This is an optimization exercise on Yosys and OpenROAD, whose aim is small area, not a production implementation. In this exercise RTL edits were held to simulation tests only and were not proved equivalent to the original. In every run shown here, the design's own scripts or RTL, not TritonCTS, make the clock network. No driver is modelled on the clock port, so clock power and skew are understated where the tree is cut down; a real chip needs a root buffer or a tree. Power figures rest on the tool's default switching activity, not on a simulated workload.

==> design.v <==
module vgx_rxcheck (
    input             clk,
    input             rst,           
    input             rx_valid,      
    input      [2:0]  rx_kind,       
    input      [7:0]  rx_data,       
    output reg        v_valid,       
    output     [2:0]  v_code,        
    output     [7:0]  v_type,
    output            v_src,
    output            v_pos,
    output     [7:0]  v_prod,
    output     [7:0]  v_dst,
    output     [4:0]  v_ring,
    output     [9:0]  v_slot,
    output     [15:0] v_epoch,
    output     [31:0] v_seq,
    output     [15:0] v_len,
    output            v_loop,
    output     [6:0]  v_hops,
    output     [31:0] v_crc          
);
    localparam [2:0] V_GOOD = 3'd0, V_RBERR = 3'd1, V_TYPE = 3'd2, V_CRC = 3'd3, V_EFRAME = 3'd4;
    reg        in_frame;
    reg        v_ef;             
    reg [2:0]  s;                
    reg [15:0] c;                
    reg [31:0] crc;              
    reg        rberr;            
    reg        hbad;             
    reg        crcbad;           
    reg [2:0]  h_type;
    reg [1:0]  h_b1;
    reg [7:0]  h_prod;
    reg [6:0]  h_dst;
    reg [7:0]  h_b4;
    reg [4:0]  h_ring;
    reg [1:0]  h_slot_hi;
    reg [15:0] h_epoch;
    reg [31:0] h_seq;
    reg [15:0] h_len;
    reg [7:0]  h_b14;
    function [31:0] crc_tab(input [7:0] d);
        integer i;
        reg [31:0] x;
        begin
            x = {24'd0, d};
            for (i = 0; i < 8; i = i + 1)
                x = x[0] ? ((x >> 1) ^ 32'hEDB8_8320) : (x >> 1);
            crc_tab = x;
        end
    endfunction
    wire is_data  = rx_valid && rx_kind == 3'd0;
    wire is_start = rx_valid && rx_kind == 3'd1;
    wire is_end   = rx_valid && rx_kind != 3'd0;
    wire hdr  = s == 3'd0;
    wire pay  = s == 3'd1;
    wire eq   = c == h_len;
    wire fcsb = (pay && eq) || s == 3'd2 || s == 3'd3 || s == 3'd4;
    wire s_inc = (hdr && c[3:0] == 4'd15) || (pay && eq) || (s >= 3'd2 && s <= 3'd5);
    wire [7:0]  x   = crc[7:0] ^ rx_data;
    wire [31:0] tg  = crc_tab(fcsb ? 8'd0 : x);
    wire [31:0] crc_next = {fcsb ? rx_data : tg[31:24], crc[31:8] ^ tg[23:0]};
    wire [7:0] d = rx_data;
    wire bad0 = d[7:3] != 5'd0 || d[2:0] == 3'd0;
    wire bad1 = d[7:2] != 6'd0;
    wire bad3 = d[7] || (d[6] && (d[5:2] != 4'd0 || d[1:0] == 2'd3));
    wire bad5 = d[2];
    wire [3:0]  c_lo_inc = c[3:0] + 4'd1;
    wire        c_cy     = c[3:0] == 4'd15 && !hdr;
    wire [11:0] c_hi_inc = c[15:4] + {11'd0, c_cy};
    always @(posedge clk) begin
        if (rst) begin
            in_frame <= 1'b0;
            v_valid  <= 1'b0;
        end else begin
            v_valid  <= in_frame && is_end;
            if (is_start)
                in_frame <= 1'b1;
            else if (is_end)
                in_frame <= 1'b0;
        end
        v_ef <= rx_kind != 3'd2;
        if (is_start) begin
            s   <= 3'd0;
            c   <= 16'd0;
            crc <= 32'hFFFF_FFFF;
        end else if (is_data) begin
            if (s_inc)
                s <= s + 3'd1;
            c <= {c_hi_inc, c_lo_inc};
            if (!(hdr && c[3:1] == 3'b111))
                crc <= crc_next;
            if (fcsb)
                crcbad <= (crcbad && !pay) || x != 8'hFF;
            if (hdr)
                case (c[3:0])
                    4'd0:  begin h_type <= d[2:0]; hbad <= bad0; end
                    4'd1:  begin h_b1 <= d[1:0]; hbad <= hbad || bad1; end
                    4'd2:  h_prod <= d;
                    4'd3:  begin h_dst <= d[6:0]; hbad <= hbad || bad3; end
                    4'd4:  h_b4 <= d;
                    4'd5:  begin h_ring <= d[7:3]; h_slot_hi <= d[1:0]; hbad <= hbad || bad5; end
                    4'd6:  h_epoch[7:0]  <= d;
                    4'd7:  h_epoch[15:8] <= d;
                    4'd8:  h_seq[7:0]    <= d;
                    4'd9:  h_seq[15:8]   <= d;
                    4'd10: h_seq[23:16]  <= d;
                    4'd11: h_seq[31:24]  <= d;
                    4'd12: h_len[7:0]    <= d;
                    4'd13: h_len[15:8]   <= d;
                    4'd14: h_b14 <= d;
                    default: rberr <= d != ~h_b14;
                endcase
        end
    end
    wire [9:0] h_slot = {h_slot_hi, h_b4};
    reg len_ok;
    always @(*) begin
        case (h_type)
            3'd1, 3'd2: len_ok = h_len != 16'd0 && (h_len[15:9] == 7'd0 || h_len == 16'd512);
            3'd3:       len_ok = h_len[15:3] != 13'd0 && (h_len[15:9] == 7'd0 || h_len == 16'd512);
            3'd4:       len_ok = h_len == 16'd32;
            3'd5, 3'd7: len_ok = h_len == 16'd16;
            3'd6:       len_ok = h_len[15:3] != 13'd0 && (!h_len[15] || h_len[14:0] == 15'd0);
            default:    len_ok = 1'b0;
        endcase
    end
    wire end_bad = !len_ok
                || (h_b1[1] && h_b1[0])
                || (!h_b1[1] && h_prod != 8'd0)
                || (h_type != 3'd1 && h_type != 3'd2 && h_slot != 10'd0);
    assign v_code = v_ef                          ? V_EFRAME :
                    hdr                           ? V_TYPE :
                    rberr                         ? V_RBERR :
                    (hbad || end_bad || s != 3'd5) ? V_TYPE :
                    crcbad                        ? V_CRC : V_GOOD;
    assign v_type  = {5'd0, h_type};
    assign v_src   = h_b1[1];
    assign v_pos   = h_b1[0];
    assign v_prod  = h_prod;
    assign v_dst   = {1'b0, h_dst};
    assign v_ring  = h_ring;
    assign v_slot  = h_slot;
    assign v_epoch = h_epoch;
    assign v_seq   = h_seq;
    assign v_len   = h_len;
    assign v_loop  = h_b14[7];
    assign v_hops  = h_b14[6:0];
    assign v_crc   = crc;
endmodule
==> flow/run.sh <==
#!/bin/bash
# The standard layout (standard.sh) with these changes:
#  - synthesis maps the logic with an area-oriented ABC script (flow/area.abc)
#    instead of ORFS's speed script; everything else in the synthesis,
#    including the flip-flop mapping, is the standard flow's own synth_recipe.tcl;
#  - every port gets a buffer as usual, but of the smallest buffer cell;
#  - the clock tree is built by flow/manual_cts.tcl: the clock port drives
#    one root buffer, which drives a few large leaf buffers, each at the
#    centre of an equal share of the flip-flops.
# Each tool's output goes to the ORFS logs under orfs/logs; make's to standard.log.
set -euo pipefail
here=$(pwd)
{
  cat <<TCL
# Area-oriented mapping: swap the script of ORFS's combinational ABC call.
proc abc {args} {
  set i [lsearch -exact \$args -script]
  if {\$i >= 0 && [string match *abc_speed.script [lindex \$args [expr {\$i+1}]]]} {
    lset args [expr {\$i+1}] $here/flow/area.abc
  }
  yosys abc {*}\$args
}
TCL
  cat synth_recipe.tcl
} > my_synth.tcl
sed "s#SYNTH_SCRIPT=[^ ]*#SYNTH_SCRIPT=$here/my_synth.tcl#" standard.sh > my_standard.sh
export REMOVE_ABC_BUFFERS=1
export SKIP_REPAIR_TIE_FANOUT=1
export BUFFER_PORTS_ARGS="-buffer_cell sky130_fd_sc_hd__buf_1"
export PRE_CTS_TCL=$here/flow/manual_cts.tcl
export MCTS_NLEAF=${MCTS_NLEAF:-6}
export MCTS_LEAF=sky130_fd_sc_hd__buf_12
export MCTS_ROOT=sky130_fd_sc_hd__clkbuf_2
bash my_standard.sh > standard.log 2>&1
==> flow/area.abc <==
&get -n
&st
&dc2
&put
&get -n
&st
&dch -f
&nf -a -p -R 1000
&put
mfs3 -ae
&get -n
&st
&dch -f
&nf -a -p -R 1000
&put
mfs3 -ae
&get -n
&st
&dch -f
&nf -a -p -R 1000
&put
mfs3 -ae
==> flow/manual_cts.tcl <==
proc mcts_split {items n} {
  # items: list of {x y iterm}; returns n groups of about equal size
  if {$n <= 1} { return [list $items] }
  set xs [lmap it $items {lindex $it 0}]
  set ys [lmap it $items {lindex $it 1}]
  set dx [expr {[tcl::mathfunc::max {*}$xs] - [tcl::mathfunc::min {*}$xs]}]
  set dy [expr {[tcl::mathfunc::max {*}$ys] - [tcl::mathfunc::min {*}$ys]}]
  set k [expr {$dx >= $dy ? 0 : 1}]
  set sorted [lsort -integer -index $k $items]
  set n1 [expr {$n / 2}]
  set cut [expr {int(round(double([llength $items]) * $n1 / $n))}]
  return [concat [mcts_split [lrange $sorted 0 [expr {$cut-1}]] $n1] \
                 [mcts_split [lrange $sorted $cut end] [expr {$n - $n1}]]]
}

proc manual_clock_tree {nleaf leafcell {rootcell {}}} {
  set db [ord::get_db]
  set block [ord::get_db_block]
  set clknet [[$block findBTerm clk] getNet]
  $clknet setSigType CLOCK
  set items {}
  foreach it [$clknet getITerms] {
    set inst [$it getInst]
    set bb [$inst getBBox]
    lappend items [list [expr {([$bb xMin]+[$bb xMax])/2}] [expr {([$bb yMin]+[$bb yMax])/2}] $it]
  }
  set master [$db findMaster $leafcell]
  set drv $clknet
  if {$rootcell ne {}} {
    set rm [$db findMaster $rootcell]
    set sx 0; set sy 0
    foreach g $items { incr sx [lindex $g 0]; incr sy [lindex $g 1] }
    set root [odb::dbInst_create $block $rm "clkbuf_root"]
    set drv [odb::dbNet_create $block "clknet_root"]
    $drv setSigType CLOCK
    [$root findITerm A] connect $clknet
    [$root findITerm X] connect $drv
    $root setLocation [expr {$sx / [llength $items] - [$rm getWidth]/2}] [expr {$sy / [llength $items]}]
    $root setPlacementStatus PLACED
  }
  set i 0
  foreach grp [mcts_split $items $nleaf] {
    set sx 0; set sy 0
    foreach g $grp { incr sx [lindex $g 0]; incr sy [lindex $g 1] }
    set cx [expr {$sx / [llength $grp]}]; set cy [expr {$sy / [llength $grp]}]
    set buf [odb::dbInst_create $block $master "clkbuf_leaf_$i"]
    set net [odb::dbNet_create $block "clknet_leaf_$i"]
    $net setSigType CLOCK
    foreach g $grp { set it [lindex $g 2]; $it disconnect; $it connect $net }
    [$buf findITerm A] connect $drv
    [$buf findITerm X] connect $net
    $buf setLocation [expr {$cx - [$master getWidth]/2}] $cy
    $buf setPlacementStatus PLACED
    puts "manual_clock_tree: $leafcell clkbuf_leaf_$i drives [llength $grp] flip-flops at ($cx, $cy)"
    incr i
  }
  set_propagated_clock [all_clocks]
}

# ORFS's cts.tcl calls clock_tree_synthesis; build the tree above instead.
proc clock_tree_synthesis {args} {
  manual_clock_tree $::env(MCTS_NLEAF) $::env(MCTS_LEAF) $::env(MCTS_ROOT)
}
==> standard.sh <==
#!/bin/bash
# synth_recipe.tcl (not shown) runs the flow's synth.tcl, then flattens the netlist and writes it again
# the make line also repeats each setting of config.mk as NAME=value (left out here)
make -C /OpenROAD-flow-scripts/flow DESIGN_CONFIG=/design/flow/config.mk WORK_HOME=/design/flow/orfs CLKGATE_MAP_FILE= SYNTH_SCRIPT=/design/flow/synth_recipe.tcl "${@:-finish}"
==> config.mk <==
export PLATFORM = sky130hd
export DESIGN_NAME = vgx_rxcheck
export DESIGN_NICKNAME = vgx_rxcheck
export VERILOG_FILES = /design/flow/design.v
export SDC_FILE = /design/flow/constraint.sdc
export NUM_CORES = 4
export LEC_CHECK = 0
export CAP_MARGIN = 0
export CORE_MARGIN = 2
export CORE_UTILIZATION = 70
export GPL_TIMING_DRIVEN = 0
export PLACE_DENSITY = 0.75
export SLEW_MARGIN = 0
==> constraint.sdc <==
create_clock -name core_clock -period 5.0 [get_ports {clk}]
set_input_delay 1.0000 -clock core_clock [delete_from_list [all_inputs] [get_ports {clk}]]
set_output_delay 1.0000 -clock core_clock [all_outputs]
set_load 0.01 [all_outputs]
==> results.sh, run 1 <==
export IMPL_synth_top_cell_area_share_pct=49.0
export IMPL_worstPathMaxFanout=16
export IMPL_outcome="finished clean"
export IMPL_grt_use_total_pct=28.8
export IMPL_wl_per_cell_um=18.1
export IMPL_multi_input_area_mm2=0.00225
export IMPL_crit_start="c[3]"
export IMPL_relSlewSlack_pct=23.7
export IMPL_arrival_ns=5.20
export IMPL_slowest_stage="a22oi_1"
export IMPL_grt_max_degree=29
export IMPL_row_count=35
export IMPL_die_w_um=102
export IMPL_regArea_mm2=0.00438
export IMPL_antenna_found_initial=0
export IMPL_postCtsHoldBufs=0
export IMPL_drt_iter0_drc=311
export IMPL_reg2regPathDepth=12
export IMPL_fin_crit_ns=4.68
export IMPL_fp_coreArea_mm2=0.00928
export IMPL_worstSkewPairLatency_ns=0.63
export IMPL_syn_inst=549
export IMPL_die_y_um=102
export IMPL_drv_slew=0
export IMPL_synth_top_area_cell="edfxtp_1"
export IMPL_drive_gt1_share_pct=2.38
export IMPL_start_kind="register"
export IMPL_die_area_mm2=0.0104
export IMPL_setup_viol=0
export IMPL_syn_area_mm2=0.00675
export IMPL_fillers=550
export IMPL_crit_end="crc[23]"
export IMPL_ios=163
export IMPL_max_stage_delay_ns=0.71
export IMPL_path_cells="clkinv_1, a2111oi_0, nand3_1, nor4_1, nand3_1, nand3_1, nor2_1, a22oi_1, xor2_1, xor2_1, xnor2_1, o21ai_0"
export IMPL_synth_seq_cells=164
export IMPL_portBuffers=156
export IMPL_post_cts_buffers=0
export IMPL_grt_pass1_wl_um=23400
export IMPL_drc=0
export IMPL_wl_um=15300
export IMPL_cpMostUsedCell="nand3_1"
export IMPL_synth_top_cells_by_area="edfxtp_1 (49%), dfxtp_1 (16%), xnor2_1 (6.8%)"
export IMPL_synth_edf_count=110
export IMPL_viasPerCell=5.98
export IMPL_synthDistinctLibCells=40
export IMPL_r2r_start="c[3]"
export IMPL_tightest_slew_ns=1.14
export IMPL_end_kind="register"
export IMPL_clkTransAtPathRegs_ns=0.11
export IMPL_ant_nets=0
export IMPL_yosysWarnings=1
export IMPL_place_congestion=0.950
export IMPL_hold_class="reg -> reg"
export IMPL_final_hold_viol_count=0
export IMPL_rsz0062_at_grt="false"
export IMPL_layout_worst_path_cycle_share_pct=93.6
export IMPL_overflow=0
export IMPL_holdWs_ns=0.485
export IMPL_diodes=0
export IMPL_vias=5033
export IMPL_path_class="reg -> reg"
export IMPL_first_pass_iters=7
export IMPL_start_util_pct=72.7
export IMPL_crit_required_ns=5.52
export IMPL_area_growth_pct=13.5
export IMPL_post_dp_hpwl_um=10800
export IMPL_maxCapViolCount=0
export IMPL_grt_pass1_vias=4634
export IMPL_synth_flop_cell="edfxtp_1"
export IMPL_place_inst=835
export IMPL_clock_skew_ns=0.0139
export IMPL_ff2ff_setup_slack_ns=0.32
export IMPL_cts_resized=0
export IMPL_layout_nets=740
export IMPL_vdd_drop_max_mv=0.868
export IMPL_p_leak_nw=2.47
export IMPL_avgSynthCellArea_um2=12.3
export IMPL_synth_seq_area_share_pct=65.0
export IMPL_synthArstFlopShare_pct=0
export IMPL_fin_cells=842
export IMPL_fmax_mhz=214
export IMPL_power_density_mw_per_mm2=561
export IMPL_worstReg2RegEnd="crc[23]"
==> logic make-up (layout without fill, tap and decap cells) <==
| group | count (synthesis) | after routing | share of synthesized area [%] |
|---|---|---|---|
| buffers and inverters | 25 | 189 | 1.78 |
| other | 1 | 1 | 0.0556 |
| adders and majority gates | 11 | 11 | 2.04 |
| and+or+nand+nor | 136 | 136 | 9.53 |
| DFF | 164 | 164 | 65.0 |
| AOI/OAI and AO/OA | 134 | 134 | 11.4 |
| xor gates and xnor gates | 74 | 74 | 9.61 |
| muxes | 4 | 4 | 0.593 |
==> placed cells by master (no fill, tap or decap), types with 2 or more instances in the layout <==
| cell | Yosys | final |
|---|---|---|
| or4_1 | 2 | 2 |
| nand4_1 | 2 | 2 |
| o22ai_1 | 3 | 3 |
| nor3b_1 | 2 | 2 |
| nand3_1 | 10 | 10 |
| a2111oi_0 | 3 | 3 |
| buf_12 | 0 | 6 |
| a21oi_1 | 63 | 63 |
| nor2_1 | 47 | 47 |
| nor4_1 | 11 | 11 |
| a22oi_1 | 5 | 5 |
| a22o_1 | 2 | 2 |
| edfxtp_1 | 110 | 110 |
| o21ai_0 | 36 | 36 |
| dfxtp_1 | 54 | 54 |
| clkinv_1 | 18 | 18 |
| ha_1 | 11 | 11 |
| nand2_1 | 23 | 23 |
| buf_1 | 0 | 156 |
| a31oi_1 | 3 | 3 |
| buf_6 | 0 | 3 |
| nor3_1 | 24 | 23 |
| a211oi_1 | 8 | 8 |
| xnor2_1 | 52 | 52 |
| nor2b_1 | 2 | 2 |
| xor2_1 | 22 | 22 |
| and3_1 | 8 | 8 |
| a311oi_1 | 2 | 2 |
| nand2b_1 | 2 | 2 |
| mux2i_1 | 4 | 4 |
| o31ai_1 | 2 | 2 |
| buf_4 | 7 | 4 |
==> synthesized netlist by cell type, types with 2 or more instances <==
cell type  number
a22o_1          2
o22ai_1         3
xnor2_1        52
a211oi_1        8
nor3_1         24
buf_4           7
nand2b_1        2
nand4_1         2
nand2_1        23
and3_1          8
a21oi_1        63
clkinv_1       18
xor2_1         22
nor2_1         47
a22oi_1         5
mux2i_1         4
nor4_1         11
edfxtp_1      110
ha_1           11
o31ai_1         2
a2111oi_0       3
o21ai_0        36
or4_1           2
nor2b_1         2
dfxtp_1        54
a311oi_1        2
nor3b_1         2
a31oi_1         3
nand3_1        10
==> sequential cells by signal, indices dropped and copies added (netlist names), 3 cells and up <==
signal,cells
c,16
crc,32
h_b14,8
h_b4,8
h_dst,7
h_epoch,16
h_len,16
h_prod,8
h_ring,5
h_seq,32
h_type,3
s,3
==> per-layer routing <==
metal	share of wire (%)	track usage, %	wire (µm)
met1	38	38.4	5770
met2	50	50.1	7670
met3	9.8	5.27	1490
met4	2.2	6.36	335
met5	0	0	0
==> power breakdown <==
group / internal (mW) / switching (mW) / leakage (nW)
registers: 1.60 / 0.158 / 1.44
logic: 0.843 / 1.14 / 0.975
clock network: 0.190 / 0.366 / 0.0605
total: 2.63 / 1.66 / 2.47
==> metrics by stage <==
stage	setup WS (ns)	TNS [ns]	utilization (%)	power, mW	area (µm²)
after global routing	0.0797	0	82.5	4.56	7660
after CTS	0.372	0	82.5	4.30	7660
after floorplan	-0.681	-21.14	-	3.27	6690
final	0.318	0	82.5	4.30	7660
after global placement	-2.71	-96.01	80.1	3.66	7440
after detailed placement	0.516	0	81.1	3.74	7530
==> cell type report <==
class	instances	area share, %
Multi-Input combinational cell	360	29.4
Inverter	18	0.882
Buffer	7	1.63
Timing Repair Buffer	164	8.68
Sequential cell	164	57.3
Tap cell	129	2.11
==> worst max-delay path: cells and delay by family, from the launching register on <==
| family | cells | cell delay, ns |
|---|---|---|
| xor+xnor | 3 | 1.01 |
| compound gates | 3 | 1.31 |
| flops | 1 | 0.53 |
| simple gates | 5 | 1.43 |
| buf+inv | 1 | 0.28 |
==> worst min-delay path by stage <==
stage	depth (start not counted)	startpoint	slack (ns)	endpoint
global route	1	in_frame	0.52	v_valid
global placement	2	in_frame	0.46	in_frame
detailed placement	1	in_frame	0.47	v_valid
CTS	1	in_frame	0.49	v_valid
floorplan	2	in_frame	0.45	in_frame
finish	1	in_frame	0.49	v_valid
==> run 2: changes to the inputs <==
--- a/flow/run.sh
+++ b/flow/run.sh
@@ -27,6 +27,5 @@
 export REMOVE_ABC_BUFFERS=1
-export SKIP_REPAIR_TIE_FANOUT=1
 export BUFFER_PORTS_ARGS="-buffer_cell sky130_fd_sc_hd__buf_1"
 export PRE_CTS_TCL=$here/flow/manual_cts.tcl
-export MCTS_NLEAF=${MCTS_NLEAF:-6}
+export MCTS_NLEAF=${MCTS_NLEAF:-7}
 export MCTS_LEAF=sky130_fd_sc_hd__buf_12
==> run 2 against run 1 <==
Total power grew 1.0%. Critical endpoint is now v_code[0]. Final cell count grew 0.59%. Via count grew 0.91%. Critical path type is now reg -> out.
==> results.sh, run 2 <==
export IMPL_fin_setup_tns_ns=0
export IMPL_synth_top_cell_area_share_pct=49.0
export IMPL_power_density_mw_per_mm2=564
export IMPL_place_inst=839
export IMPL_setup_ws_ns=0.256
export IMPL_hold_path_cell_count=2
export IMPL_p_switching_mw=1.68
export IMPL_first_pass_iters=5
export IMPL_fin_crit_ns=4.74
export IMPL_p_comb_share_pct=45.7
export IMPL_synth_top_area_cell="edfxtp_1"
export IMPL_outcome="finished clean"
export IMPL_syn_inst=549
export IMPL_drt_iter0_drc=350
export IMPL_clock_skew_ns=0.0188
export IMPL_arrival_ns=3.74
export IMPL_rsz0062_at_grt="false"
export IMPL_relSlewSlack_pct=19.5
export IMPL_start_kind="register"
export IMPL_ant_nets=0
export IMPL_final_common_cell="buf_1"
export IMPL_drv_slew=0
export IMPL_layout_cells_most_common_list="buf_1 (156), edfxtp_1 (110), a21oi_1 (63)"
export IMPL_yosysWarnings=1
export IMPL_post_cts_buffers=0
export IMPL_largestRegisters="crc (32), h_seq (32)"
export IMPL_maxCapViolCount=0
export IMPL_worstPathMaxFanout=4
export IMPL_vias=5079
export IMPL_setup_viol=0
export IMPL_holdWs_ns=0.497
export IMPL_min_to="v_ef"
export IMPL_clkTransAtPathRegs_ns=0.11
export IMPL_grt_pass1_vias=4667
export IMPL_min_from="rx_kind[1]"
export IMPL_grt_max_degree=25
export IMPL_hold_class="in -> reg"
export IMPL_final_hold_viol_count=0
export IMPL_p_sw_share_pct=38.6
export IMPL_area_growth_pct=14.0
export IMPL_power_internal_mw=2.66
export IMPL_end_kind="primary output"
export IMPL_synth_edf_count=110
export IMPL_layout_nets=745
export IMPL_p_clk_share_pct=13.7
export IMPL_synth_top_cells_by_area="edfxtp_1 (49%), dfxtp_1 (16%), xnor2_1 (6.8%)"
export IMPL_synth_seq_area_share_pct=65.0
export IMPL_reg2regPathDepth=13
export IMPL_crit_required_ns=4.00
export IMPL_drive_gt1_share_pct=2.37
export IMPL_layout_worst_path_cycle_share_pct=94.9
export IMPL_synthArstFlopShare_pct=0
export IMPL_p_leak_nw=2.49
export IMPL_yosysMostFrequentCell="edfxtp_1"
export IMPL_fillers=553
export IMPL_portBuffers=156
export IMPL_postCtsHoldBufs=0
export IMPL_synthDistinctLibCells=40
export IMPL_start_util_pct=72.7
export IMPL_avgSynthCellArea_um2=12.3
export IMPL_grt_use_total_pct=29.1
export IMPL_antenna_found_initial=1
export IMPL_overflow=0
export IMPL_grt_pass1_wl_um=23800
export IMPL_row_count=35
export IMPL_wl_um=15400
export IMPL_worstReg2RegEnd="crc[23]"
export IMPL_place_congestion=0.942
export IMPL_die_area_mm2=0.0104
export IMPL_ios=163
export IMPL_worstSkewPairLatency_ns=0.69
export IMPL_wl_per_cell_um=18.2
export IMPL_path_class="reg -> out"
export IMPL_post_dp_hpwl_um=10700
export IMPL_tightest_slew_ns=1.21
export IMPL_die_y_um=102
export IMPL_syn_area_mm2=0.00675
export IMPL_viasPerCell=6.00
export IMPL_fin_cells=847
export IMPL_r2r_start="c[3]"
export IMPL_synth_commonest_cells="edfxtp_1 (110), a21oi_1 (63), dfxtp_1 (54)"
export IMPL_fmax_mhz=211
export IMPL_synth_seq_cells=164
export IMPL_fp_coreArea_mm2=0.00928
export IMPL_seqPwrFrac_pct=40.5
export IMPL_drc=0
export IMPL_cts_resized=0
export IMPL_diodes=0
export IMPL_synth_flop_cell="edfxtp_1"
export IMPL_die_w_um=102
export IMPL_ff2ff_setup_slack_ns=0.51
export IMPL_place_ws_ns=0.663
export IMPL_vdd_drop_max_mv=0.745
-- run 2: worst max path at each step --
stage               start        end  depth (start not counted)
2_1_floorplan        c[2]     crc[0]                          3
3_3_place_gp         c[2]    crc[18]                          3
3_5_place_dp   rx_data[0]    crc[23]                          9
4_1_cts          h_len[4]  v_code[0]                         11
5_1_grt          h_len[4]  v_code[0]                         11
6_report         h_len[4]  v_code[0]                         11
-- run 2: cell type report --
type	instances	area (µm²)	area share, %
Timing Repair Buffer	163	661	8.59
Buffer	8	145	1.89
Sequential cell	164	4380	57.0
Inverter	18	67.6	0.878
Tap cell	129	161	2.10
Multi-Input combinational cell	365	2270	29.6
-- run 2: cell families (layout without fill, tap and decap cells) --
logic type	count (synthesis)	after routing	share of synthesized area, %
DFF	164	164	65.0
and+or+nand+nor	136	136	9.53
adders and majority gates	11	11	2.04
muxes	4	4	0.593
buffers and inverters	25	189	1.78
other	1	6	0.0556
xor gates and xnor gates	74	74	9.61
AOI/OAI and AO/OA	134	134	11.4
-- run 2: through the flow --
step / utilization [%] / total power [mW] / instance area, µm²
floorplan: - / 3.27 / 6710
global placement: 80.4 / 3.65 / 7460
detailed placement: 81.3 / 3.73 / 7550
CTS: 82.9 / 4.33 / 7690
global route: 82.9 / 4.60 / 7690
finish: 82.9 / 4.34 / 7690
-- run 2: per-layer routing --
metal | up-vias | GRT usage, % | share of wire [%]
met5 | - | 0 | 0.084
met1 | 2394 | 40.0 | 40
met2 | 300 | 49.2 | 50
met4 | 2 | 8.82 | 2.4
met3 | 36 | 3.56 | 8.2
li1 | 2347 | - | -
-- run 2: power by group through the flow --
stage	Combinational (mW)	Sequential (mW)	Clock, mW
after global routing	2.18	1.78	0.643
after detailed placement	1.95	1.79	0
after floorplan	1.45	1.82	0
after CTS	1.97	1.75	0.603
after global placement	1.88	1.78	0
final	1.99	1.76	0.596
-- run 2: worst max-delay path: stages (launching register included) --
cell      delay, ns
edfxtp_1       0.47
or4_1          0.62
or3_1          0.42
a21oi_1        0.16
nand3_1        0.09
a21oi_1        0.12
a31oi_1        0.06
o32a_1         0.38
nor3_1         0.27
a21oi_1        0.11
nor3_1         0.13
buf_1          0.22
==> run 3: changes to the inputs <==
--- a/flow/run.sh
+++ b/flow/run.sh
@@ -27,5 +27,9 @@
 export REMOVE_ABC_BUFFERS=1
+export SKIP_REPAIR_TIE_FANOUT=1
 export BUFFER_PORTS_ARGS="-buffer_cell sky130_fd_sc_hd__buf_1"
+export PRE_RESIZE_TCL=$here/flow/fanout.tcl
+export FANOUT_LIMIT=30
+export FANOUT_BUF=sky130_fd_sc_hd__buf_6
 export PRE_CTS_TCL=$here/flow/manual_cts.tcl
-export MCTS_NLEAF=${MCTS_NLEAF:-7}
+export MCTS_NLEAF=${MCTS_NLEAF:-6}
 export MCTS_LEAF=sky130_fd_sc_hd__buf_12
==> flow/fanout.tcl (new file) <==
# Before ORFS's repair_design: give each signal net with many loads one
# buffer, instead of the tree of buffers repair_design would build for it.
foreach net [[ord::get_db_block] getNets] {
  if {[$net getSigType] ne "SIGNAL"} { continue }
  set loads 0
  set drvr 0
  foreach it [$net getITerms] {
    if {[[$it getMTerm] getSigType] eq "CLOCK"} { set drvr -1; break }
    if {[$it isInputSignal]} { incr loads } elseif {[$it isOutputSignal]} { incr drvr }
  }
  if {$drvr == 1 && $loads > $::env(FANOUT_LIMIT)} {
    puts "fanout.tcl: [$net getName] has $loads loads; one $::env(FANOUT_BUF)"
    insert_buffer -buffer_cell $::env(FANOUT_BUF) -net [$net getName]
  }
}
==> run 3 against run 2 <==
Wire length fell by 1.2%. Cell area decreased by 1.4%. Synthesized cell count unchanged. Sequential power hardly changed. Global-route usage down 0.67 points. Critical path depth rose by 1. Register-to-register slack worse by 0.18 ns. Sequential share of layout area grew 0.78 points. Via count decreased by 2.4%. Worst setup slack better by 0.077 ns. Combinational power hardly changed. Largest cell class unchanged. Largest power group unchanged. Highest routed layer is now met4.
==> results.sh, run 3 <==
export IMPL_setup_viol=0
export IMPL_crit_required_ns=5.51
export IMPL_drc=0
export IMPL_postCtsHoldBufs=0
export IMPL_antenna_found_initial=0
export IMPL_rsz0062_at_grt="false"
export IMPL_path_buf_inv=1
export IMPL_largestRegisters="crc (32), h_seq (32)"
export IMPL_multi_input_area_mm2=0.00224
export IMPL_slowest_stage="a22oi_1"
export IMPL_final_hold_viol_count=0
export IMPL_max_stage_delay_ns=0.74
export IMPL_synth_seq_area_share_pct=65.0
export IMPL_power_density_mw_per_mm2=565
export IMPL_post_cts_buffers=0
export IMPL_grt_pass1_vias=4614
export IMPL_fp_coreArea_mm2=0.00928
export IMPL_syn_inst=549
export IMPL_grt_max_degree=65
export IMPL_fmax_mhz=214
export IMPL_final_common_cell="buf_1"
export IMPL_place_congestion=0.950
export IMPL_grt_use_total_pct=28.4
export IMPL_worstPathMaxFanout=16
export IMPL_synth_top_area_cell="edfxtp_1"
export IMPL_overflow=0
export IMPL_diodes=0
export IMPL_die_area_mm2=0.0104
export IMPL_tightest_slew_ns=1.19
export IMPL_worstSkewPairLatency_ns=0.63
export IMPL_layout_worst_path_cycle_share_pct=93.3
export IMPL_vias=4959
export IMPL_die_w_um=102
export IMPL_fin_crit_ns=4.67
export IMPL_start_util_pct=72.7
export IMPL_cp_top_family="simple AND/OR/NAND/NOR gates"
export IMPL_p_leak_nw=2.44
export IMPL_outcome="finished clean"
export IMPL_syn_area_mm2=0.00675
export IMPL_synth_flop_cell="edfxtp_1"
export IMPL_power_total_mw=4.29
export IMPL_synth_top_cells_by_area="edfxtp_1 (49%), dfxtp_1 (16%), xnor2_1 (6.8%)"
export IMPL_die_y_um=102
export IMPL_drt_iter0_drc=286
export IMPL_drive_gt1_share_pct=1.27
export IMPL_synth_edf_count=110
export IMPL_synth_commonest_cells="edfxtp_1 (110), a21oi_1 (63), dfxtp_1 (54)"
export IMPL_drv_slew=0
export IMPL_ant_nets=0
export IMPL_maxCapViolCount=0
export IMPL_arrival_ns=5.18
export IMPL_synthArstFlopShare_pct=0
export IMPL_grt_pass1_wl_um=23100
export IMPL_ff2ff_setup_slack_ns=0.33
export IMPL_portBuffers=156
export IMPL_wl_per_cell_um=18.2
export IMPL_synth_seq_cells=164
export IMPL_place_area_mm2=0.00746
export IMPL_layout_cells_most_common_list="buf_1 (156), edfxtp_1 (110), a21oi_1 (63)"
export IMPL_cts_resized=0
export IMPL_path_cells="clkinv_1, a2111oi_0, nand3_1, nor4_1, nand3_1, nand3_1, nor2_1, a22oi_1, xor2_1, xor2_1, xnor2_1, o21ai_0"
export IMPL_layout_nets=734
export IMPL_yosysWarnings=1
export IMPL_synthDistinctLibCells=40
export IMPL_fillers=558
export IMPL_wl_um=15200
export IMPL_hold_class="reg -> reg"
export IMPL_row_count=35
export IMPL_cpMostUsedCell="nand3_1"
export IMPL_clkTransAtPathRegs_ns=0.11
export IMPL_path_class="reg -> reg"
export IMPL_clock_skew_ns=0.0135
export IMPL_avgSynthCellArea_um2=12.3
export IMPL_end_kind="register"
export IMPL_post_dp_hpwl_um=10400
export IMPL_ios=163
export IMPL_holdWs_ns=0.484
export IMPL_viasPerCell=5.93
export IMPL_start_kind="register"
export IMPL_final_area_mm2=0.00759
export IMPL_vdd_drop_max_mv=0.869
export IMPL_area_growth_pct=12.5
export IMPL_fin_util_pct=81.7
export IMPL_regArea_mm2=0.00438
export IMPL_relSlewSlack_pct=20.5
export IMPL_yosysMostFrequentCell="edfxtp_1"
export IMPL_first_pass_iters=4
export IMPL_synth_top_cell_area_share_pct=49.0
[run 3: kinds of logic (layout without fill, tap and decap cells)]
family	after synthesis	count (layout)	share of synthesized area, %
other	1	1	0.0556
buffers and inverters	25	183	1.78
multiplexers	4	4	0.593
AO/OA/AOI/OAI	134	134	11.4
adder cells (fa/ha/maj)	11	11	2.04
AND/OR/NAND/NOR	136	136	9.53
XOR/XNOR	74	74	9.61
flip-flops	164	164	65.0
[run 3: area by class of cell]
class,count,share of cell area [%]
sequential,164,57.8
multi-input combinational,360,29.5
tap,129,2.13
inverter,18,0.890
buffer,7,1.65
timing repair buffer,158,8.01
[run 3: power by group]
group,internal (mW),switching (mW)
sequential,1.60,0.157
clock,0.190,0.370
combinational,0.841,1.13
total,2.63,1.66
[run 3: metrics by stage]
stage	worst slack (ns)	TNS, ns	instances
after detailed placement	0.561	0	829
after global routing	0.0168	0	836
final	0.333	0	836
after floorplan	-0.681	-21.14	542
after global placement	-2.71	-96.01	827
after CTS	0.369	0	836
[run 3: final timing paths]
kind	cells after the start	end	startpoint
worst min register to register	1	v_valid	in_frame
worst min-delay path	1	v_valid	in_frame
worst max register to register	12	crc[23]	c[3]
worst max-delay path	12	crc[23]	c[3]
[run 3: per-layer routing]
metal | track usage, % | wire length (µm)
met4 | 6.67 | 298
met2 | 49.8 | 7720
met1 | 36.8 | 5840
met5 | 0 | 0
met3 | 5.81 | 1380
==> run 4: changes to the inputs <==
--- a/flow/run.sh
+++ b/flow/run.sh
@@ -31,3 +31,3 @@
 export FANOUT_LIMIT=30
-export FANOUT_BUF=sky130_fd_sc_hd__buf_6
+export FANOUT_BUF=sky130_fd_sc_hd__buf_4
 export PRE_CTS_TCL=$here/flow/manual_cts.tcl
==> run 4 against run 3 <==
Still clean. Total power shrank 0.46%. Register-to-register slack gained 0.09 ns. First-iteration DRC count grew 10%. Critical path depth shrank 1. Critical path type is now reg -> out. Largest cell class unchanged.
==> results.sh, run 4 <==
export IMPL_yosysWarnings=1
export IMPL_holdWs_ns=0.486
export IMPL_power_total_mw=4.27
export IMPL_grt_pass1_wl_um=22900
export IMPL_vdd_drop_max_mv=0.846
export IMPL_layout_nets=734
export IMPL_path_class="reg -> out"
export IMPL_synth_edf_count=110
export IMPL_drive_gt1_share_pct=1.27
export IMPL_end_kind="primary output"
export IMPL_postCtsHoldBufs=0
export IMPL_clock_skew_ns=0.00943
export IMPL_fin_setup_tns_ns=0
export IMPL_synth_top_cells_by_area="edfxtp_1 (49%), dfxtp_1 (16%), xnor2_1 (6.8%)"
export IMPL_row_count=35
export IMPL_layout_cells_most_common_list="buf_1 (156), edfxtp_1 (110), a21oi_1 (63)"
export IMPL_crit_required_ns=4.00
export IMPL_drc=0
export IMPL_fp_coreArea_mm2=0.00928
export IMPL_relSlewSlack_pct=23.7
export IMPL_synthArstFlopShare_pct=0
export IMPL_syn_inst=549
export IMPL_rsz0062_at_grt="false"
export IMPL_portBuffers=156
export IMPL_largestRegisters="crc (32), h_seq (32)"
export IMPL_clkTransAtPathRegs_ns=0.11
export IMPL_fin_crit_ns=4.61
export IMPL_overflow=0
export IMPL_drt_iter0_drc=315
export IMPL_vias=4973
export IMPL_wl_per_cell_um=18.0
export IMPL_die_area_mm2=0.0104
export IMPL_synthDistinctLibCells=40
export IMPL_ios=163
export IMPL_post_cts_buffers=0
export IMPL_path_cells="or4_1, or3_1, a21oi_1, nand3_1, a21oi_1, a31oi_1, o32a_1, nor3_1, a21oi_1, nor3_1, buf_1"
export IMPL_reg2regPathDepth=12
export IMPL_synth_seq_cells=164
export IMPL_avgSynthCellArea_um2=12.3
export IMPL_start_util_pct=72.7
export IMPL_synth_flop_cell="edfxtp_1"
export IMPL_ant_nets=0
export IMPL_power_density_mw_per_mm2=563
export IMPL_layout_worst_path_cycle_share_pct=92.1
export IMPL_worstPathMaxFanout=4
export IMPL_outcome="finished clean"
export IMPL_cpMostUsedCell="a21oi_1"
export IMPL_post_dp_hpwl_um=10400
export IMPL_viasPerCell=5.95
export IMPL_wl_um=15000
export IMPL_antenna_found_initial=0
export IMPL_drv_slew=0
export IMPL_max_stage_delay_ns=0.61
export IMPL_slowest_stage="or4_1"
export IMPL_grt_use_total_pct=28.2
export IMPL_syn_area_mm2=0.00675
export IMPL_area_growth_pct=12.4
export IMPL_die_w_um=102
export IMPL_maxCapViolCount=0
export IMPL_die_y_um=102
export IMPL_tightest_slew_ns=1.14
export IMPL_yosysMostFrequentCell="edfxtp_1"
export IMPL_worstSkewPairLatency_ns=0.63
export IMPL_diodes=0
export IMPL_synth_top_area_cell="edfxtp_1"
export IMPL_start_kind="register"
export IMPL_synth_commonest_cells="edfxtp_1 (110), a21oi_1 (63), dfxtp_1 (54)"
export IMPL_place_congestion=0.950
export IMPL_cts_resized=0
export IMPL_final_common_cell="buf_1"
export IMPL_grt_max_degree=65
export IMPL_fmax_mhz=217
export IMPL_first_pass_iters=5
export IMPL_setup_viol=0
export IMPL_final_hold_viol_count=0
export IMPL_grt_pass1_vias=4581
export IMPL_arrival_ns=3.61
export IMPL_hold_class="reg -> reg"
export IMPL_synth_top_cell_area_share_pct=49.0
export IMPL_synth_seq_area_share_pct=65.0
export IMPL_hold_path_cell_count=1
export IMPL_p_leak_nw=2.44
==> run 4: cell count changes in the layout (fill, tap and decap cells not counted) <==
cell,change
buf_6,-2
buf_4,+2
==> run 4: cells by family after synthesis <==
kind of cell / Yosys count / synth area share [%]
flops: 164 / 65.0
compound gates: 134 / 11.4
simple gates: 136 / 9.53
fa+ha+maj: 11 / 2.04
other cells: 1 / 0.0556
xor+xnor: 74 / 9.61
mux: 4 / 0.593
buf+inv: 25 / 1.78
==> run 4: cell type report <==
type                       count  area (µm²)
timing repair buffer         158         601
buffer                         7         125
inverter                      18        67.6
sequential                   164        4380
tap                          129         161
multi-input combinational    360        2240
fill                         565        1700
==> run 4: worst paths after layout <==
kind / start / end / slack (ns)
setup / recovery: h_len[4] / v_code[0] / 0.39
hold reg to reg: in_frame / v_valid / 0.49
setup reg to reg: c[3] / crc[23] / 0.42
hold / removal: in_frame / v_valid / 0.49
==> run 4: per-stage QoR <==
| stage | utilization [%] | cell area [µm²] | cells | worst slack, ns |
|---|---|---|---|---|
| floorplan | - | 6690 | 542 | -0.681 |
| global placement | 80.1 | 7440 | 827 | -2.71 |
| detailed placement | 80.3 | 7460 | 829 | 0.568 |
| CTS | 81.7 | 7580 | 836 | 0.374 |
| global route | 81.7 | 7580 | 836 | 0.0748 |
| finish | 81.7 | 7580 | 836 | 0.393 |
==> run 4: report_power, final <==
part           switching [mW]  internal (mW)  total [mW]  leakage (nW)
sequential              0.156           1.60        1.76          1.44
clock                   0.364          0.190       0.554        0.0605
combinational            1.12          0.840        1.96         0.940
==> run 4: worst max-delay path, delay by kind of cell (launching register included) <==
family | cells | cell delay (ns)
AO/OA/AOI/OAI | 5 | 0.86
buffers and inverters | 1 | 0.18
flip-flops | 1 | 0.48
AND/OR/NAND/NOR | 5 | 1.48
==> run 4: per-layer routing <==
layer	up-vias	GRT usage (%)	routed length, µm
li1	2344	-	-
met1	2353	37.0	5640
met2	255	49.8	7750
met3	21	5.75	1390
met4	0	5.13	239
met5	-	0	0
==> run 5: changes to the inputs <==
--- a/flow/run.sh
+++ b/flow/run.sh
@@ -33,4 +33,4 @@
 export PRE_CTS_TCL=$here/flow/manual_cts.tcl
-export MCTS_NLEAF=${MCTS_NLEAF:-6}
-export MCTS_LEAF=sky130_fd_sc_hd__buf_12
+export MCTS_NLEAF=${MCTS_NLEAF:-5}
+export MCTS_LEAF=sky130_fd_sc_hd__buf_16
 export MCTS_ROOT=sky130_fd_sc_hd__clkbuf_2
==> run 5 against run 4 <==
Core utilization rose by 0.19 points. Area after synthesis did not move. Register-to-register slack improved by 0.04 ns. Sequential cell count stayed put. Still clean on timing, DRC and antenna.
==> results.sh, run 5 <==
export IMPL_path_cells="or4_1, or3_1, a21oi_1, nand3_1, a21oi_1, a31oi_1, o32a_1, nor3_1, a21oi_1, nor3_1, buf_1"
export IMPL_holdWs_ns=0.491
export IMPL_final_hold_viol_count=0
export IMPL_hold_class="reg -> reg"
export IMPL_final_area_mm2=0.00760
export IMPL_postCtsHoldBufs=0
export IMPL_layout_nets=733
export IMPL_vdd_drop_max_mv=0.726
export IMPL_cts_resized=0
export IMPL_rsz0062_at_grt="false"
export IMPL_die_y_um=102
export IMPL_yosysWarnings=1
export IMPL_drt_iter0_drc=380
export IMPL_place_area_mm2=0.00746
export IMPL_cp_top_family="simple AND/OR/NAND/NOR gates"
export IMPL_synth_edf_count=110
export IMPL_synth_flop_cell="edfxtp_1"
export IMPL_wl_per_cell_um=18.3
export IMPL_drv_slew=0
export IMPL_setup_viol=0
export IMPL_diodes=0
export IMPL_power_density_mw_per_mm2=572
export IMPL_synth_top_area_cell="edfxtp_1"
export IMPL_viasPerCell=6.03
export IMPL_start_util_pct=72.7
export IMPL_outcome="finished clean"
export IMPL_synth_commonest_cells="edfxtp_1 (110), a21oi_1 (63), dfxtp_1 (54)"
export IMPL_syn_area_mm2=0.00675
export IMPL_clock_skew_ns=0.00817
export IMPL_fin_crit_ns=4.71
export IMPL_p_leak_nw=2.44
export IMPL_fin_setup_tns_ns=0
export IMPL_portBuffers=156
export IMPL_fp_coreArea_mm2=0.00928
export IMPL_ios=163
export IMPL_worst_path_stages=11
export IMPL_layout_cells_most_common_list="buf_1 (156), edfxtp_1 (110), a21oi_1 (63)"
export IMPL_grt_pass1_wl_um=23600
export IMPL_worstPathMaxFanout=4
export IMPL_die_area_mm2=0.0104
export IMPL_die_w_um=102
export IMPL_relSlewSlack_pct=23.2
export IMPL_path_class="reg -> out"
export IMPL_antenna_found_initial=0
export IMPL_slowest_stage="or4_1"
export IMPL_end_kind="primary output"
export IMPL_arrival_ns=3.71
export IMPL_max_stage_delay_ns=0.61
export IMPL_post_dp_hpwl_um=10400
export IMPL_maxCapViolCount=0
export IMPL_grt_use_total_pct=29.2
export IMPL_synthDistinctLibCells=40
export IMPL_start_kind="register"
export IMPL_synth_seq_cells=164
export IMPL_fmax_mhz=212
export IMPL_final_common_cell="buf_1"
export IMPL_row_count=35
export IMPL_synth_top_cells_by_area="edfxtp_1 (49%), dfxtp_1 (16%), xnor2_1 (6.8%)"
export IMPL_syn_inst=549
export IMPL_yosysMostFrequentCell="edfxtp_1"
export IMPL_first_pass_iters=5
export IMPL_reg2regPathDepth=12
export IMPL_ant_nets=0
export IMPL_synth_top_cell_area_share_pct=49.0
export IMPL_crit_required_ns=4.00
export IMPL_layout_worst_path_cycle_share_pct=94.3
export IMPL_drive_gt1_share_pct=1.13
export IMPL_grt_max_degree=65
export IMPL_vias=5036
export IMPL_post_cts_buffers=0
export IMPL_area_growth_pct=12.6
export IMPL_largestRegisters="crc (32), h_seq (32)"
export IMPL_clkTransAtPathRegs_ns=0.12
export IMPL_grt_pass1_vias=4690
export IMPL_place_congestion=0.950
export IMPL_tightest_slew_ns=1.15
export IMPL_synth_seq_area_share_pct=65.0
export IMPL_avgSynthCellArea_um2=12.3
export IMPL_overflow=0
export IMPL_worstSkewPairLatency_ns=0.68
export IMPL_synthArstFlopShare_pct=0
export IMPL_path_buf_inv=1
export IMPL_drc=0
export IMPL_hold_path_cell_count=1
export IMPL_wl_um=15300
export IMPL_cpMostUsedCell="a21oi_1"
## run 5: cell counts after synthesis
Identical to the previous run, type by type.
## run 5: power by group
group	leakage, nW	internal [mW]	total, mW	switching (mW)
Clock	0.0675	0.222	0.600	0.378
Combinational	0.940	0.840	1.99	1.15
Sequential	1.44	1.60	1.76	0.158
## run 5: cell type report
cell class | instances | area, µm²
inverter | 18 | 67.6
buffer | 6 | 143
sequential | 164 | 4380
timing repair buffer | 158 | 601
tap | 129 | 161
multi-input combinational | 360 | 2240
fill | 562 | 1690
## run 5: final timing paths
kind | start | end | slack, ns
worst min-delay path | in_frame | v_valid | 0.49
worst max register to register | c[3] | crc[23] | 0.46
worst max-delay path | h_len[4] | v_code[0] | 0.29
worst min register to register | in_frame | v_valid | 0.49
## run 5: kinds of logic after synthesis
logic type / count (synthesis) / synth area share [%]
DFF: 164 / 65.0
and+or+nand+nor: 136 / 9.53
AOI/OAI and AO/OA: 134 / 11.4
xor gates and xnor gates: 74 / 9.61
buffers and inverters: 25 / 1.78
adders and majority gates: 11 / 2.04
muxes: 4 / 0.593
other: 1 / 0.0556
## run 5: metrics by stage
step	util, %	cells	worst slack [ns]	total power [mW]
6_report	81.8	835	0.286	4.35
3_5_place_dp	80.3	829	0.568	3.72
3_3_place_gp	80.1	827	-2.71	3.66
5_1_grt	81.8	835	0.0928	4.60
4_1_cts	81.8	835	0.340	4.33
2_1_floorplan	-	542	-0.681	3.27
## run 5: layer usage
metal / routed length [µm] / vias up / track usage (%) / share of wire, %
met4: 377 / 0 / 7.69 / 2.5
met3: 1280 / 31 / 5.34 / 8.4
li1: - / 2338 / - / -
met2: 7780 / 260 / 51.3 / 51
met1: 5840 / 2407 / 37.7 / 38
met5: 0 / - / 0 / 0
==> run 6: changes to the inputs <==
--- a/flow/run.sh
+++ b/flow/run.sh
@@ -5,6 +5,10 @@
 #    including the flip-flop mapping, is the standard flow's own synth_recipe.tcl;
+#  - the buffers synthesis puts on assigned outputs are removed at floorplan
+#    (REMOVE_ABC_BUFFERS), and the constant outputs share one tie cell;
 #  - every port gets a buffer as usual, but of the smallest buffer cell;
+#  - before repair_design, each net with more than 30 loads gets one buffer
+#    (flow/fanout.tcl) instead of the tree repair_design would build;
 #  - the clock tree is built by flow/manual_cts.tcl: the clock port drives
-#    one root buffer, which drives a few large leaf buffers, each at the
-#    centre of an equal share of the flip-flops.
+#    one root buffer, which drives six large leaf buffers, each at the
+#    centre of an equal share of the flip-flops (same depth for all).
 # Each tool's output goes to the ORFS logs under orfs/logs; make's to standard.log.
@@ -33,4 +37,4 @@
 export PRE_CTS_TCL=$here/flow/manual_cts.tcl
-export MCTS_NLEAF=${MCTS_NLEAF:-5}
-export MCTS_LEAF=sky130_fd_sc_hd__buf_16
+export MCTS_NLEAF=6
+export MCTS_LEAF=sky130_fd_sc_hd__buf_12
 export MCTS_ROOT=sky130_fd_sc_hd__clkbuf_2
==> run 6 against run 5 <==
Total power down 1.8%. Cell area fell by 0.23%. Sequential cell count did not move. Highest routed layer unchanged.
==> results.sh, run 6 <==
export IMPL_outcome="finished clean"
export IMPL_antenna_found_initial=0
export IMPL_portBuffers=156
export IMPL_synth_xor_area_share_pct=9.61
export IMPL_fp_coreArea_mm2=0.00928
export IMPL_hold_path_cell_count=1
export IMPL_drc=0
export IMPL_area_growth_pct=12.4
export IMPL_final_common_cell="buf_1"
export IMPL_grt_use_total_pct=28.2
export IMPL_end_kind="primary output"
export IMPL_cts_resized=0
export IMPL_fmax_mhz=217
export IMPL_synth_flop_cell="edfxtp_1"
export IMPL_wl_per_cell_um=18.0
export IMPL_grt_pass1_vias=4581
export IMPL_drv_slew=0
export IMPL_power_density_mw_per_mm2=563
export IMPL_top_usage_layer="met2"
export IMPL_maxCapViolCount=0
export IMPL_post_cts_buffers=0
export IMPL_synthMuxAreaShare_pct=0.593
export IMPL_worstPathMaxFanout=4
export IMPL_wl_um=15000
export IMPL_synth_top_cell_area_share_pct=49.0
export IMPL_multi_input_area_mm2=0.00224
export IMPL_synth_top_family_by_area="compound AO/OA/AOI/OAI gates"
export IMPL_ff2ff_setup_slack_ns=0.42
export IMPL_vias=4973
export IMPL_largestRegisters="crc (32), h_seq (32)"
export IMPL_relSlewSlack_pct=23.7
export IMPL_path_class="reg -> out"
export IMPL_drive_gt1_share_pct=1.27
export IMPL_final_area_mm2=0.00758
export IMPL_synthArstFlopShare_pct=0
export IMPL_layout_worst_path_cycle_share_pct=92.1
export IMPL_synth_simple_gate_area_share_pct=9.53
export IMPL_start_util_pct=72.7
export IMPL_post_dp_hpwl_um=10400
export IMPL_syn_inst=549
export IMPL_start_kind="register"
export IMPL_clkTransAtPathRegs_ns=0.11
export IMPL_clock_skew_ns=0.00943
export IMPL_die_area_mm2=0.0104
export IMPL_met2_usage_pct=49.8
export IMPL_gr_usage_met3_pct=5.75
export IMPL_min_to="v_valid"
export IMPL_synth_seq_area_share_pct=65.0
export IMPL_viasPerCell=5.95
export IMPL_grt_max_degree=65
export IMPL_die_w_um=102
export IMPL_final_hold_viol_count=0
export IMPL_synth_fa_ha_area_share_pct=2.04
export IMPL_power_total_mw=4.27
export IMPL_crit_required_ns=4.00
export IMPL_grt_use_met1_pct=37.0
export IMPL_place_area_mm2=0.00746
export IMPL_worstSkewPairLatency_ns=0.63
export IMPL_yosysWarnings=1
export IMPL_r2r_start="c[3]"
export IMPL_layout_cells_most_common_list="buf_1 (156), edfxtp_1 (110), a21oi_1 (63)"
export IMPL_arrival_ns=3.61
export IMPL_first_pass_iters=5
export IMPL_regArea_mm2=0.00438
export IMPL_row_count=35
export IMPL_fin_util_pct=81.7
export IMPL_avgSynthCellArea_um2=12.3
export IMPL_vdd_drop_max_mv=0.846
export IMPL_setup_viol=0
export IMPL_worstReg2RegEnd="crc[23]"
export IMPL_rsz0062_at_grt="false"
export IMPL_synth_compound_area_share_pct=11.4
export IMPL_die_y_um=102
export IMPL_drt_iter0_drc=315
export IMPL_synth_seq_cells=164
export IMPL_synthDistinctLibCells=40
export IMPL_synth_top_cells_by_area="edfxtp_1 (49%), dfxtp_1 (16%), xnor2_1 (6.8%)"
export IMPL_p_leak_nw=2.44
export IMPL_yosysMostFrequentCell="edfxtp_1"
export IMPL_fillers=565
export IMPL_overflow=0
export IMPL_min_from="in_frame"
export IMPL_ios=163
export IMPL_ant_nets=0
export IMPL_grt_pass1_wl_um=22900
export IMPL_synth_edf_count=110
export IMPL_fin_crit_ns=4.61
export IMPL_diodes=0
export IMPL_hold_class="reg -> reg"
export IMPL_reg2regPathDepth=12
export IMPL_layout_nets=734
export IMPL_synth_commonest_cells="edfxtp_1 (110), a21oi_1 (63), dfxtp_1 (54)"
export IMPL_syn_area_mm2=0.00675
export IMPL_tightest_slew_ns=1.14
export IMPL_place_congestion=0.950
export IMPL_postCtsHoldBufs=0
export IMPL_synth_top_area_cell="edfxtp_1"
[run 6: cell counts after synthesis]
No cell type changed its count.
[run 6: metal layers]
metal / share of wire (%) / vias to the layer above
li1: - / 2344
met1: 38 / 2353
met2: 52 / 255
met3: 9.2 / 21
met5: 0 / -
met4: 1.6 / 0
[run 6: worst max path at each step]
stage                        start        end  slack [ns]  depth (start not counted)
after floorplan               c[2]     crc[0]       -0.68                          3
after global placement        c[2]    crc[13]       -2.71                          3
after detailed placement      c[3]    crc[23]        0.57                         12
after CTS                 h_len[4]  v_code[0]        0.37                         11
after global routing          c[3]    crc[23]        0.07                         12
final                     h_len[4]  v_code[0]        0.39                         11
[run 6: kinds of logic after synthesis]
family,count (synthesis)
flops,164
simple gates,136
compound gates,134
xor+xnor,74
buf+inv,25
fa+ha+maj,11
mux,4
other cells,1
[run 6: power by group]
group	internal, mW	switching (mW)
clock network	0.190	0.364
logic	0.840	1.12
registers	1.60	0.156
total	2.63	1.64
[run 6: critical path, stage by stage, from the launching register on]
cell and delay (ns):
edfxtp_1 0.48, or4_1 0.61, or3_1 0.41, a21oi_1 0.16, nand3_1 0.09, a21oi_1 0.12, a31oi_1 0.06, o32a_1 0.39
nor3_1 0.23, a21oi_1 0.13, nor3_1 0.14, buf_1 0.18
[run 6: area by class of cell]
cell class              count  share of cell area (%)
flip-flops and latches    164                    57.8
well taps                 129                    2.13
plain buffers               7                    1.65
inverters                  18                   0.891
multi-input cells         360                    29.6
repair buffers            158                    7.92
[run 6: through the flow]
| step | setup slack, ns | hold slack [ns] | TNS, ns | std cells |
|---|---|---|---|---|
| 5_1_grt | 0.0748 | 0.511 | 0 | 836 |
| 3_5_place_dp | 0.568 | 0.471 | 0 | 829 |
| 2_1_floorplan | -0.681 | 0.448 | -21.14 | 542 |
| 3_3_place_gp | -2.71 | 0.458 | -96.01 | 827 |
| 6_report | 0.393 | 0.486 | 0 | 836 |
| 4_1_cts | 0.374 | 0.487 | 0 | 836 |

[port drivers added, routing unchanged]
How much do the figures lean on ideal ports? The routed layouts below were timed once more, with nothing changed but the port constraints. Step 1 assumes that a clkbuf_16 drives the clock port and a buf_2 every other input. Step 2, shift: input delay + t, output delay - t, t = (earliest + latest rising clock arrival at the registers) / 2. This alone moves slack from input paths to output paths. Slacks: ideal / step 1 / step 2; pairs: ideal / step 1.
run	t (ns)	setup slack, ns	hold WS [ns]	worst register clock-pin slew, ns
run 1	0.654	0.318 / 0.305 / 0.318	0.485 / 0.485 / 0.485	0.11 / 0.11
run 2	0.716	0.256 / 0.224 / 0.507	0.497 / 0.485 / 0.499	0.11 / 0.11
run 3	0.658	0.333 / 0.330 / 0.333	0.484 / 0.484 / 0.484	0.11 / 0.11
run 4	0.652	0.393 / 0.361 / 0.419	0.486 / 0.486 / 0.486	0.11 / 0.11
run 5	0.707	0.286 / 0.253 / 0.464	0.491 / 0.491 / 0.491	0.12 / 0.12
run 6	0.652	0.393 / 0.361 / 0.419	0.486 / 0.486 / 0.486	0.11 / 0.11
After both steps every run listed still meets setup and hold.
